Context: an optimization exercise on an open-source flow, tuned for small area, a short achievable clock period and few clock cycles per item. The choices shown serve that exercise and are no tape-out recipe.
The RTL was checked by simulation tests, not by an equivalence proof against the original design.
Power is estimated from default activity; no workload was simulated.

## design.v

```verilog
module rs72_decoder (
    input  wire         clk,
    input  wire         rst,
    input  wire         in_valid,
    output wire         in_ready,
    input  wire [35:0]  in_data,
    output wire         out_valid,
    output wire [511:0] out_data,
    output wire         out_corrected,
    output wire         out_uncorrectable,
    output wire [2:0]   out_nerr
);
    function [7:0] gf_mul;
        input [7:0] a;
        input [7:0] b;
        reg   [7:0] p;
        reg   [7:0] aa;
        integer i;
        begin
            p  = 8'd0;
            aa = a;
            for (i = 0; i < 8; i = i + 1) begin
                if (b[i])
                    p = p ^ aa;
                aa = {aa[6:0], 1'b0} ^ (aa[7] ? 8'h1d : 8'h00);
            end
            gf_mul = p;
        end
    endfunction
    function [7:0] gf_inv;
        input [7:0] x;
        begin
            case (x)
            8'h00: gf_inv = 8'h00;
            8'h01: gf_inv = 8'h01;
            8'h02: gf_inv = 8'h8e;
            8'h03: gf_inv = 8'hf4;
            8'h04: gf_inv = 8'h47;
            8'h05: gf_inv = 8'ha7;
            8'h06: gf_inv = 8'h7a;
            8'h07: gf_inv = 8'hba;
            8'h08: gf_inv = 8'had;
            8'h09: gf_inv = 8'h9d;
            8'h0a: gf_inv = 8'hdd;
            8'h0b: gf_inv = 8'h98;
            8'h0c: gf_inv = 8'h3d;
            8'h0d: gf_inv = 8'haa;
            8'h0e: gf_inv = 8'h5d;
            8'h0f: gf_inv = 8'h96;
            8'h10: gf_inv = 8'hd8;
            8'h11: gf_inv = 8'h72;
            8'h12: gf_inv = 8'hc0;
            8'h13: gf_inv = 8'h58;
            8'h14: gf_inv = 8'he0;
            8'h15: gf_inv = 8'h3e;
            8'h16: gf_inv = 8'h4c;
            8'h17: gf_inv = 8'h66;
            8'h18: gf_inv = 8'h90;
            8'h19: gf_inv = 8'hde;
            8'h1a: gf_inv = 8'h55;
            8'h1b: gf_inv = 8'h80;
            8'h1c: gf_inv = 8'ha0;
            8'h1d: gf_inv = 8'h83;
            8'h1e: gf_inv = 8'h4b;
            8'h1f: gf_inv = 8'h2a;
            8'h20: gf_inv = 8'h6c;
            8'h21: gf_inv = 8'hed;
            8'h22: gf_inv = 8'h39;
            8'h23: gf_inv = 8'h51;
            8'h24: gf_inv = 8'h60;
            8'h25: gf_inv = 8'h56;
            8'h26: gf_inv = 8'h2c;
            8'h27: gf_inv = 8'h8a;
            8'h28: gf_inv = 8'h70;
            8'h29: gf_inv = 8'hd0;
            8'h2a: gf_inv = 8'h1f;
            8'h2b: gf_inv = 8'h4a;
            8'h2c: gf_inv = 8'h26;
            8'h2d: gf_inv = 8'h8b;
            8'h2e: gf_inv = 8'h33;
            8'h2f: gf_inv = 8'h6e;
            8'h30: gf_inv = 8'h48;
            8'h31: gf_inv = 8'h89;
            8'h32: gf_inv = 8'h6f;
            8'h33: gf_inv = 8'h2e;
            8'h34: gf_inv = 8'ha4;
            8'h35: gf_inv = 8'hc3;
            8'h36: gf_inv = 8'h40;
            8'h37: gf_inv = 8'h5e;
            8'h38: gf_inv = 8'h50;
            8'h39: gf_inv = 8'h22;
            8'h3a: gf_inv = 8'hcf;
            8'h3b: gf_inv = 8'ha9;
            8'h3c: gf_inv = 8'hab;
            8'h3d: gf_inv = 8'h0c;
            8'h3e: gf_inv = 8'h15;
            8'h3f: gf_inv = 8'he1;
            8'h40: gf_inv = 8'h36;
            8'h41: gf_inv = 8'h5f;
            8'h42: gf_inv = 8'hf8;
            8'h43: gf_inv = 8'hd5;
            8'h44: gf_inv = 8'h92;
            8'h45: gf_inv = 8'h4e;
            8'h46: gf_inv = 8'ha6;
            8'h47: gf_inv = 8'h04;
            8'h48: gf_inv = 8'h30;
            8'h49: gf_inv = 8'h88;
            8'h4a: gf_inv = 8'h2b;
            8'h4b: gf_inv = 8'h1e;
            8'h4c: gf_inv = 8'h16;
            8'h4d: gf_inv = 8'h67;
            8'h4e: gf_inv = 8'h45;
            8'h4f: gf_inv = 8'h93;
            8'h50: gf_inv = 8'h38;
            8'h51: gf_inv = 8'h23;
            8'h52: gf_inv = 8'h68;
            8'h53: gf_inv = 8'h8c;
            8'h54: gf_inv = 8'h81;
            8'h55: gf_inv = 8'h1a;
            8'h56: gf_inv = 8'h25;
            8'h57: gf_inv = 8'h61;
            8'h58: gf_inv = 8'h13;
            8'h59: gf_inv = 8'hc1;
            8'h5a: gf_inv = 8'hcb;
            8'h5b: gf_inv = 8'h63;
            8'h5c: gf_inv = 8'h97;
            8'h5d: gf_inv = 8'h0e;
            8'h5e: gf_inv = 8'h37;
            8'h5f: gf_inv = 8'h41;
            8'h60: gf_inv = 8'h24;
            8'h61: gf_inv = 8'h57;
            8'h62: gf_inv = 8'hca;
            8'h63: gf_inv = 8'h5b;
            8'h64: gf_inv = 8'hb9;
            8'h65: gf_inv = 8'hc4;
            8'h66: gf_inv = 8'h17;
            8'h67: gf_inv = 8'h4d;
            8'h68: gf_inv = 8'h52;
            8'h69: gf_inv = 8'h8d;
            8'h6a: gf_inv = 8'hef;
            8'h6b: gf_inv = 8'hb3;
            8'h6c: gf_inv = 8'h20;
            8'h6d: gf_inv = 8'hec;
            8'h6e: gf_inv = 8'h2f;
            8'h6f: gf_inv = 8'h32;
            8'h70: gf_inv = 8'h28;
            8'h71: gf_inv = 8'hd1;
            8'h72: gf_inv = 8'h11;
            8'h73: gf_inv = 8'hd9;
            8'h74: gf_inv = 8'he9;
            8'h75: gf_inv = 8'hfb;
            8'h76: gf_inv = 8'hda;
            8'h77: gf_inv = 8'h79;
            8'h78: gf_inv = 8'hdb;
            8'h79: gf_inv = 8'h77;
            8'h7a: gf_inv = 8'h06;
            8'h7b: gf_inv = 8'hbb;
            8'h7c: gf_inv = 8'h84;
            8'h7d: gf_inv = 8'hcd;
            8'h7e: gf_inv = 8'hfe;
            8'h7f: gf_inv = 8'hfc;
            8'h80: gf_inv = 8'h1b;
            8'h81: gf_inv = 8'h54;
            8'h82: gf_inv = 8'ha1;
            8'h83: gf_inv = 8'h1d;
            8'h84: gf_inv = 8'h7c;
            8'h85: gf_inv = 8'hcc;
            8'h86: gf_inv = 8'he4;
            8'h87: gf_inv = 8'hb0;
            8'h88: gf_inv = 8'h49;
            8'h89: gf_inv = 8'h31;
            8'h8a: gf_inv = 8'h27;
            8'h8b: gf_inv = 8'h2d;
            8'h8c: gf_inv = 8'h53;
            8'h8d: gf_inv = 8'h69;
            8'h8e: gf_inv = 8'h02;
            8'h8f: gf_inv = 8'hf5;
            8'h90: gf_inv = 8'h18;
            8'h91: gf_inv = 8'hdf;
            8'h92: gf_inv = 8'h44;
            8'h93: gf_inv = 8'h4f;
            8'h94: gf_inv = 8'h9b;
            8'h95: gf_inv = 8'hbc;
            8'h96: gf_inv = 8'h0f;
            8'h97: gf_inv = 8'h5c;
            8'h98: gf_inv = 8'h0b;
            8'h99: gf_inv = 8'hdc;
            8'h9a: gf_inv = 8'hbd;
            8'h9b: gf_inv = 8'h94;
            8'h9c: gf_inv = 8'hac;
            8'h9d: gf_inv = 8'h09;
            8'h9e: gf_inv = 8'hc7;
            8'h9f: gf_inv = 8'ha2;
            8'ha0: gf_inv = 8'h1c;
            8'ha1: gf_inv = 8'h82;
            8'ha2: gf_inv = 8'h9f;
            8'ha3: gf_inv = 8'hc6;
            8'ha4: gf_inv = 8'h34;
            8'ha5: gf_inv = 8'hc2;
            8'ha6: gf_inv = 8'h46;
            8'ha7: gf_inv = 8'h05;
            8'ha8: gf_inv = 8'hce;
            8'ha9: gf_inv = 8'h3b;
            8'haa: gf_inv = 8'h0d;
            8'hab: gf_inv = 8'h3c;
            8'hac: gf_inv = 8'h9c;
            8'had: gf_inv = 8'h08;
            8'hae: gf_inv = 8'hbe;
            8'haf: gf_inv = 8'hb7;
            8'hb0: gf_inv = 8'h87;
            8'hb1: gf_inv = 8'he5;
            8'hb2: gf_inv = 8'hee;
            8'hb3: gf_inv = 8'h6b;
            8'hb4: gf_inv = 8'heb;
            8'hb5: gf_inv = 8'hf2;
            8'hb6: gf_inv = 8'hbf;
            8'hb7: gf_inv = 8'haf;
            8'hb8: gf_inv = 8'hc5;
            8'hb9: gf_inv = 8'h64;
            8'hba: gf_inv = 8'h07;
            8'hbb: gf_inv = 8'h7b;
            8'hbc: gf_inv = 8'h95;
            8'hbd: gf_inv = 8'h9a;
            8'hbe: gf_inv = 8'hae;
            8'hbf: gf_inv = 8'hb6;
            8'hc0: gf_inv = 8'h12;
            8'hc1: gf_inv = 8'h59;
            8'hc2: gf_inv = 8'ha5;
            8'hc3: gf_inv = 8'h35;
            8'hc4: gf_inv = 8'h65;
            8'hc5: gf_inv = 8'hb8;
            8'hc6: gf_inv = 8'ha3;
            8'hc7: gf_inv = 8'h9e;
            8'hc8: gf_inv = 8'hd2;
            8'hc9: gf_inv = 8'hf7;
            8'hca: gf_inv = 8'h62;
            8'hcb: gf_inv = 8'h5a;
            8'hcc: gf_inv = 8'h85;
            8'hcd: gf_inv = 8'h7d;
            8'hce: gf_inv = 8'ha8;
            8'hcf: gf_inv = 8'h3a;
            8'hd0: gf_inv = 8'h29;
            8'hd1: gf_inv = 8'h71;
            8'hd2: gf_inv = 8'hc8;
            8'hd3: gf_inv = 8'hf6;
            8'hd4: gf_inv = 8'hf9;
            8'hd5: gf_inv = 8'h43;
            8'hd6: gf_inv = 8'hd7;
            8'hd7: gf_inv = 8'hd6;
            8'hd8: gf_inv = 8'h10;
            8'hd9: gf_inv = 8'h73;
            8'hda: gf_inv = 8'h76;
            8'hdb: gf_inv = 8'h78;
            8'hdc: gf_inv = 8'h99;
            8'hdd: gf_inv = 8'h0a;
            8'hde: gf_inv = 8'h19;
            8'hdf: gf_inv = 8'h91;
            8'he0: gf_inv = 8'h14;
            8'he1: gf_inv = 8'h3f;
            8'he2: gf_inv = 8'he6;
            8'he3: gf_inv = 8'hf0;
            8'he4: gf_inv = 8'h86;
            8'he5: gf_inv = 8'hb1;
            8'he6: gf_inv = 8'he2;
            8'he7: gf_inv = 8'hf1;
            8'he8: gf_inv = 8'hfa;
            8'he9: gf_inv = 8'h74;
            8'hea: gf_inv = 8'hf3;
            8'heb: gf_inv = 8'hb4;
            8'hec: gf_inv = 8'h6d;
            8'hed: gf_inv = 8'h21;
            8'hee: gf_inv = 8'hb2;
            8'hef: gf_inv = 8'h6a;
            8'hf0: gf_inv = 8'he3;
            8'hf1: gf_inv = 8'he7;
            8'hf2: gf_inv = 8'hb5;
            8'hf3: gf_inv = 8'hea;
            8'hf4: gf_inv = 8'h03;
            8'hf5: gf_inv = 8'h8f;
            8'hf6: gf_inv = 8'hd3;
            8'hf7: gf_inv = 8'hc9;
            8'hf8: gf_inv = 8'h42;
            8'hf9: gf_inv = 8'hd4;
            8'hfa: gf_inv = 8'he8;
            8'hfb: gf_inv = 8'h75;
            8'hfc: gf_inv = 8'h7f;
            8'hfd: gf_inv = 8'hff;
            8'hfe: gf_inv = 8'h7e;
            8'hff: gf_inv = 8'hfd;
            default: gf_inv = 8'h00;
            endcase
        end
    endfunction
    localparam [7:0] A1 = 8'h02, A2 = 8'h04, A3 = 8'h08, A4 = 8'h10,
                     A5 = 8'h20, A6 = 8'h40, A7 = 8'h80;
    localparam [7:0] AI1 = 8'h8e, AI2 = 8'h47, AI3 = 8'had, AI4 = 8'hd8;
    localparam [2:0] S_COLLECT = 3'd0,
                     S_SYN     = 3'd1,
                     S_BM_D    = 3'd2,
                     S_BM_U    = 3'd3,
                     S_OMEGA   = 3'd4,
                     S_CHIEN   = 3'd5,
                     S_DONE    = 3'd6;
    reg [2:0]   state;
    reg [3:0]   beat;        
    reg [6:0]   cnt;         
    reg [2:0]   r;           
    reg [575:0] buf_q;       
    reg [7:0]   syn [0:7];
    reg [7:0]   lam [0:4];   
    reg [7:0]   bpoly [0:4];
    reg [7:0]   gamma;
    reg [7:0]   delta;
    reg [3:0]   len;         
    reg [7:0]   tl  [0:4];   
    reg [7:0]   tw  [0:3];   
    reg [3:0]   roots;
    reg         unc;
    reg [2:0]   nerr;
    integer i, j, k;
    wire [7:0] sym_k = buf_q[8*cnt +: 8];
    reg [7:0] syn_next [0:7];
    reg       syn_zero;
    always @* begin
        syn_zero = 1'b1;
        syn_next[0] = syn[0]                 ^ sym_k;
        syn_next[1] = gf_mul(syn[1], A1)     ^ sym_k;
        syn_next[2] = gf_mul(syn[2], A2)     ^ sym_k;
        syn_next[3] = gf_mul(syn[3], A3)     ^ sym_k;
        syn_next[4] = gf_mul(syn[4], A4)     ^ sym_k;
        syn_next[5] = gf_mul(syn[5], A5)     ^ sym_k;
        syn_next[6] = gf_mul(syn[6], A6)     ^ sym_k;
        syn_next[7] = gf_mul(syn[7], A7)     ^ sym_k;
        for (i = 0; i < 8; i = i + 1)
            if (syn_next[i] != 8'd0)
                syn_zero = 1'b0;
    end
    reg [7:0] delta_c;
    always @* begin
        delta_c = 8'd0;
        for (j = 0; j < 5; j = j + 1)
            if (j <= r)
                delta_c = delta_c ^ gf_mul(lam[j], syn[r - j]);
    end
    reg [7:0] om_c [0:3];
    always @* begin
        for (j = 0; j < 4; j = j + 1) begin
            om_c[j] = 8'd0;
            for (i = 0; i <= j; i = i + 1)
                om_c[j] = om_c[j] ^ gf_mul(syn[i], lam[j - i]);
        end
    end
    wire [7:0] lam_sum = tl[0] ^ tl[1] ^ tl[2] ^ tl[3] ^ tl[4];
    wire [7:0] om_sum  = tw[0] ^ tw[1] ^ tw[2] ^ tw[3];
    wire [7:0] dlam    = tl[1] ^ tl[3];
    wire [7:0] err_val = gf_mul(om_sum, gf_inv(dlam));
    wire       is_root = (lam_sum == 8'd0);
    wire [6:0] err_pos = 7'd71 - cnt;    
    always @(posedge clk) begin
        if (rst) begin
            state <= S_COLLECT;
            beat  <= 4'd0;
        end else begin
            case (state)
            S_COLLECT: begin
                if (in_valid) begin
                    for (k = 0; k < 72; k = k + 1)
                        for (j = 0; j < 8; j = j + 1)
                            if (beat == 8 * (k % 2) + j)
                                buf_q[8*k + j] <= in_data[k / 2];
                    beat <= beat + 4'd1;
                    if (beat == 4'd15) begin
                        state <= S_SYN;
                        cnt   <= 7'd0;
                        for (i = 0; i < 8; i = i + 1)
                            syn[i] <= 8'd0;
                    end
                end
            end
            S_SYN: begin
                for (i = 0; i < 8; i = i + 1)
                    syn[i] <= syn_next[i];
                cnt <= cnt + 7'd1;
                if (cnt == 7'd71) begin
                    if (syn_zero) begin
                        unc   <= 1'b0;
                        nerr  <= 3'd0;
                        state <= S_DONE;
                    end else begin
                        lam[0]   <= 8'd1;
                        bpoly[0] <= 8'd1;
                        for (j = 1; j < 5; j = j + 1) begin
                            lam[j]   <= 8'd0;
                            bpoly[j] <= 8'd0;
                        end
                        gamma <= 8'd1;
                        len   <= 4'd0;
                        r     <= 3'd0;
                        state <= S_BM_D;
                    end
                end
            end
            S_BM_D: begin
                delta <= delta_c;
                state <= S_BM_U;
            end
            S_BM_U: begin
                lam[0] <= gf_mul(gamma, lam[0]);
                for (j = 1; j < 5; j = j + 1)
                    lam[j] <= gf_mul(gamma, lam[j]) ^ gf_mul(delta, bpoly[j-1]);
                if (delta != 8'd0 && {len, 1'b0} <= {1'b0, r}) begin
                    for (j = 0; j < 5; j = j + 1)
                        bpoly[j] <= lam[j];
                    len   <= {1'b0, r} + 4'd1 - len;
                    gamma <= delta;
                end else begin
                    bpoly[0] <= 8'd0;
                    for (j = 1; j < 5; j = j + 1)
                        bpoly[j] <= bpoly[j-1];
                end
                r <= r + 3'd1;
                state <= (r == 3'd7) ? S_OMEGA : S_BM_D;
            end
            S_OMEGA: begin
                for (j = 0; j < 4; j = j + 1) begin
                    tw[j] <= om_c[j];
                end
                for (j = 0; j < 5; j = j + 1)
                    tl[j] <= lam[j];
                roots <= 4'd0;
                cnt   <= 7'd0;
                if (len > 4'd4) begin
                    unc   <= 1'b1;
                    nerr  <= 3'd0;
                    state <= S_DONE;
                end else begin
                    state <= S_CHIEN;
                end
            end
            S_CHIEN: begin
                if (is_root) begin
                    buf_q[8*err_pos +: 8] <= buf_q[8*err_pos +: 8] ^ err_val;
                    roots <= roots + 4'd1;
                end
                tl[0] <= tl[0];
                tl[1] <= gf_mul(tl[1], AI1);
                tl[2] <= gf_mul(tl[2], AI2);
                tl[3] <= gf_mul(tl[3], AI3);
                tl[4] <= gf_mul(tl[4], AI4);
                tw[0] <= tw[0];
                tw[1] <= gf_mul(tw[1], AI1);
                tw[2] <= gf_mul(tw[2], AI2);
                tw[3] <= gf_mul(tw[3], AI3);
                cnt <= cnt + 7'd1;
                if (cnt == 7'd71) begin
                    if ((roots + (is_root ? 4'd1 : 4'd0)) == len) begin
                        unc  <= 1'b0;
                        nerr <= len[2:0];
                    end else begin
                        unc  <= 1'b1;
                        nerr <= 3'd0;
                    end
                    state <= S_DONE;
                end
            end
            S_DONE: begin
                beat  <= 4'd0;
                state <= S_COLLECT;
            end
            default: state <= S_COLLECT;
            endcase
        end
    end
    assign in_ready          = (state == S_COLLECT);
    assign out_valid         = (state == S_DONE);
    assign out_uncorrectable = unc;
    assign out_corrected     = ~unc & (nerr != 3'd0);
    assign out_nerr          = nerr;
    assign out_data          = unc ? 512'd0 : buf_q[511:0];
endmodule
```

## run.sh

```bash
#!/bin/bash
# synth_recipe.tcl (not shown) runs the flow's synth.tcl, then flattens the netlist and writes it again
# the make line also repeats each setting of config.mk as NAME=value (left out here)
make -C /OpenROAD-flow-scripts/flow DESIGN_CONFIG=/design/flow/config.mk WORK_HOME=/design/flow/orfs CLKGATE_MAP_FILE= SYNTH_SCRIPT=/design/flow/synth_recipe.tcl finish
```

## config.mk

```make
export PLATFORM = sky130hd
export DESIGN_NAME = rs72_decoder
export DESIGN_NICKNAME = rs72_decoder
export VERILOG_FILES = /design/flow/design.v
export SDC_FILE = /design/flow/constraint.sdc
export NUM_CORES = 4
export LEC_CHECK = 0
export CAP_MARGIN = 20
export CORE_MARGIN = 2
export CORE_UTILIZATION = 40
export SLEW_MARGIN = 20
```

## constraint.sdc

```tcl
create_clock -name core_clock -period 10.0 [get_ports {clk}]
set_input_delay 2.0000 -clock core_clock [delete_from_list [all_inputs] [get_ports {clk}]]
set_output_delay 2.0000 -clock core_clock [all_outputs]
set_load 0.01 [all_outputs]
```

==> notes.md <==
==> worst max-delay path: stages (launching register included) <==
cell and delay (ns):
edfxtp_1 0.49, xor2_4 0.19, buf_4 0.62, clkinv_2 0.72
buf_4 0.52, nand2_1 0.45, a21oi_1 0.12, o311ai_1 0.32
nand4_1 0.39, or2_0 0.51, nand3_1 0.16, o21ai_0 0.10
a211o_1 0.36, xnor3_4 0.67, buf_4 0.72, a221o_1 0.31
==> state kept, by name, indices dropped and copies added, names as in the netlist <==
register / cells
r: 3
roots: 4
nerr: 3
tw: 32
unc: 1
cnt: 7
syn: 64
lam: 40
state: 3
beat: 4
len: 4
delta: 8
buf_q: 576
tl: 40
bpoly: 32
gamma: 8
==> cells in the mapped netlist, types with 34 or more instances <==
cell type / count / area [µm²]
a22oi_1: 109 / 818.3
nor3_1: 79 / 395.4
a21oi_1: 455 / 2277
mux2_2: 50 / 563.0
xor2_1: 428 / 3749
o21ai_1: 72 / 360.4
ha_1: 40 / 500.5
o22ai_1: 35 / 219.0
o21ai_0: 267 / 1336
xnor2_1: 1464 / 12820
nand3_1: 97 / 485.5
buf_2: 84 / 420.4
nor2_1: 562 / 2110
and3_1: 34 / 212.7
mux4_2: 326 / 7342
a221o_1: 433 / 4334
clkbuf_1: 602 / 2260
edfxtp_1: 822 / 24680
buf_6: 42 / 473.0
buf_4: 42 / 315.3
inv_1: 45 / 168.9
nand2_1: 1592 / 5976
mux2i_1: 147 / 1471
nand2b_1: 50 / 312.8
a31oi_1: 56 / 350.3
buf_1: 119 / 446.7
nor2b_1: 577 / 3610
==> cell families after synthesis <==
logic type	after synthesis	share of synthesized area, %
mux	524	11.33
xor+xnor	1922	20.80
buf+inv	947	4.987
flops	829	29.95
fa+ha+maj	41	0.6279
simple gates	3154	17.13
compound gates	1758	15.18
==> metal layers <==
layer	vias to the layer above	track usage (%)	share of wire, %
met3	1534	9.851	13
met5	-	0	0.058
met4	32	23.32	7.9
met1	38690	45.84	36
met2	6644	53.56	43
li1	32710	-	-
==> where the power goes <==
part | total [mW] | leakage (nW) | switching, mW | internal [mW]
sequential | 4.22 | 7.53 | 0.201 | 4.02
clock | 3.87 | 1.62 | 1.70 | 2.17
combinational | 2.34 | 22.5 | 1.41 | 0.931
==> per-stage QoR <==
stage               cells  utilization, %  area, µm²  hold WS, ns  power, mW
floorplan            9175               -      82900       0.4244      5.725
global placement    11800           43.84      90510       0.4953      6.513
detailed placement  11800           43.86      90550       0.5066      6.541
CTS                 11980           45.49      93900       0.5145      10.32
global route        11990           45.53      94000       0.5548      10.62
finish              12010           45.56      94050       0.5135      10.43
==> final cells by class <==
| cell class | count | area (µm²) |
|---|---|---|
| antenna | 22 | 55.05 |
| clock buffer | 109 | 2472 |
| timing repair buffer | 818 | 7631 |
| multi-input combinational | 7399 | 54590 |
| tap | 2704 | 3383 |
| fill | 19650 | 112400 |
| clock inverter | 71 | 875.8 |
| inverter | 57 | 216.5 |
| sequential | 829 | 24820 |
==> how the worst max path moves through the flow <==
stage | startpoint | to | slack (ns) | depth (start not counted)
floorplan | in_valid | syn[0][0] | 0.79 | 3
global placement | tl[3][1] | buf_q[1] | 2.88 | 16
detailed placement | tl[3][1] | buf_q[437] | 3.24 | 16
CTS | tl[3][1] | buf_q[437] | 3.22 | 16
global route | tl[1][2] | buf_q[437] | 2.86 | 15
finish | tl[1][2] | buf_q[437] | 3.04 | 15
==> insert_results.sql <==
INSERT INTO impl_metrics (metric_group, metric, value, unit) VALUES
('grt', 'first_global_vias', '73890', ''),
('synthesis', 'synth.ff_latch_count', '829', ''),
('drt', 'drt-pass1-iter-count', '10', ''),
('cts', 'htree_levels', '3', ''),
('drt', 'detailedRoute.firstIterationViolations', '13010', ''),
('drt', 'drt-vias-per-instance', '6.629', ''),
('cts', 'post-cts-setup-buffer-count', '0', ''),
('cts', 'clock_insertion_delay_worst_skew', '0.80', 'ns'),
('critical_path', 'r2r-end', 'buf_q[437]', ''),
('cells_and_area', 'area.growth.synth_to_final', '13.46', '%'),
('pwr', 'power.density_cell_area', '110.9', 'mW/mm²'),
('flow_run', 'cap_viol_max_count', '0', ''),
('place', 'port_buffers', '557', ''),
('sta', 'min_period', '6.963', 'ns'),
('place', 'pre_cts_ws', '3.238', 'ns'),
('critical_path', 'endpoint_kind', 'flop', ''),
('synthesis', 'synth.net_count', '9255', ''),
('sta', 'grt_setup_unrepaired', 'false', ''),
('hold_path', 'holdPathEnd', 'beat[1]', ''),
('drt', 'via_count', '79610', ''),
('synthesis', 'synthesis.yosys.warnings', '8', ''),
('synthesis', 'synthesis.area', '0.08289', 'mm²'),
('hold_path', 'worstHoldStart', 'beat[1]', ''),
('grt', 'grt-ovfl-total', '0', ''),
('cts', 'clockRootBuffer', 'clkbuf_16', ''),
('cts', 'tritoncts', 'yes', ''),
('grt', 'grt_antenna_before_repair', '42', ''),
('synthesis', 'synth_cell_types', '102', ''),
('grt', 'gr-usage-all-layers', '35.98', '%'),
('die', 'fp-row-count', '167', ''),
('cells_and_area', 'commonest_non_fill_non_tap_cells_in_the_layout', 'nand2_1, xnor2_1, edfxtp_1, nor2b_1, clkdlybuf4s50_1', ''),
('die', 'num_io_pins', '558', ''),
('synthesis', 'synth.yosys.seq_area_share', '29.95', '%'),
('critical_path', 'rrSetupSlack', '3.04', 'ns'),
('synthesis', 'synth_cells', '9175', ''),
('cells_and_area', 'layout_commonest_cell', 'nand2_1', ''),
('place', 'final_weighted_congestion_of_routability_driven_global_placement', '0.9820', ''),
('sta', 'worst_slew_margin_rel', '15.05', '%'),
('cts', 'holdBufCountCts', '0', ''),
('grt', 'pin_count_of_the_biggest_net_entering_global_routing', '158', ''),
('synthesis', 'async_reset_ff_share', '0', '%'),
('hold_path', 'hp-class', 'flop to flop', ''),
('die', 'design.die.area', '0.2109', 'mm²'),
('hold_path', 'timing.hold.worst_path_depth', '2', ''),
('pwr', 'power_leakage', '31.63', 'nW'),
('place', 'place_hpwl', '273.2', 'mm'),
('die', 'die_x', '459.2', 'µm'),
('die', 'height_of_the_die', '459.2', 'µm'),
('cells_and_area', 'num-nets-final', '9282', ''),
('sta', 'tightest_slew', '1.270', 'ns'),
('sta', 'fmaxAchievable', '143.6', 'MHz'),
('critical_path', 'crit-reg2reg-launch', 'tl[1][2]', ''),
('cts', 'cts_inserted_buffers', '97', ''),
('outcome', 'status', 'complete, no violations', ''),
('cells_and_area', 'drive_above_1_share', '9.889', '%'),
('synthesis', 'mean_instance_size_in_the_synthesized_netlist', '9.035', 'µm²'),
('cts', 'cts_resized', '0', ''),
('sta', 'hold_violations', '0', ''),
('critical_path', 'crit_arrival', '7.58', 'ns'),
('pwr', 'irDropWorstVdd', '0.0001436', 'V'),
('die', 'start_util', '40.15', '%'),
('critical_path', 'biggest_fanout_along_the_worst_timing_path', '65', ''),
('drt', 'wl_per_cell', '32.91', 'µm'),
('drt', 'wirelength', '395.3', 'mm'),
('cts', 'cts_max_path_buffers', '3', ''),
('cts', 'clk_pin_slew', '0.06', 'ns'),
('drt', 'antenna_left', '0', ''),
('cts', 'clock_sinks', '829', ''),
('synthesis', 'synth-edff-count', '822', ''),
('synthesis', 'synth-main-ff-cell', 'edfxtp_1', ''),
('critical_path', 'reg2regPathDepth', '15', ''),
('sta', 'setup_tns', '0', 'ns'),
('sta', 'timing.final.ws_setup', '3.037', 'ns'),
('critical_path', 'critical_path.startpoint_type', 'flop', ''),
('sta', 'final_min_period_over_clock_period', '69.63', '%'),
('grt', 'grt_pass1_wl', '556.8', 'mm'),
('drt', 'post-route-drc-count', '0', ''),
('critical_path', 'path_class', 'flop to flop', ''),
('sta', 'maxSlewViolCount', '0', ''),
('sta', 'fin_worst_skew', '0.09028', 'ns'),
('die', 'fp.coreArea', '0.2064', 'mm²'),
('critical_path', 'cp_data_required_time', '10.61', 'ns'),
('sta', 'setup_viol', '0', '');
Testbench counts, summed over its fixed seeds: cycles 72,891, items 512.

==> separate check: timing with driven ports <==
No port has a modelled driver above. Below, the same layout with a new extraction and two added sets of constraints.
Step 1: set_driving_cell puts a clkbuf_16 on clk and a buf_2 on each other input, an assumption about the parent block.
Step 2 moves the port delays by t, midway between the first and last clock arrival at a register: inputs arrive t later, outputs are due t later. That takes back most of the time a late clock gives input paths.
Three values: no drivers, after step 1, after step 2; two values: the first two.
shift t [ns]: 0.840
slack for setup (ns): 3.037 / 3.037 / 3.037
worst setup path at the end: register to register
worst slew at a driven data input, ns: 0.19
cell pins on the clock port's net: 1
After both steps this run still meets setup and hold. The setup slack of this run moves by 0.000 ns with the drivers and by 0.000 ns with both steps.
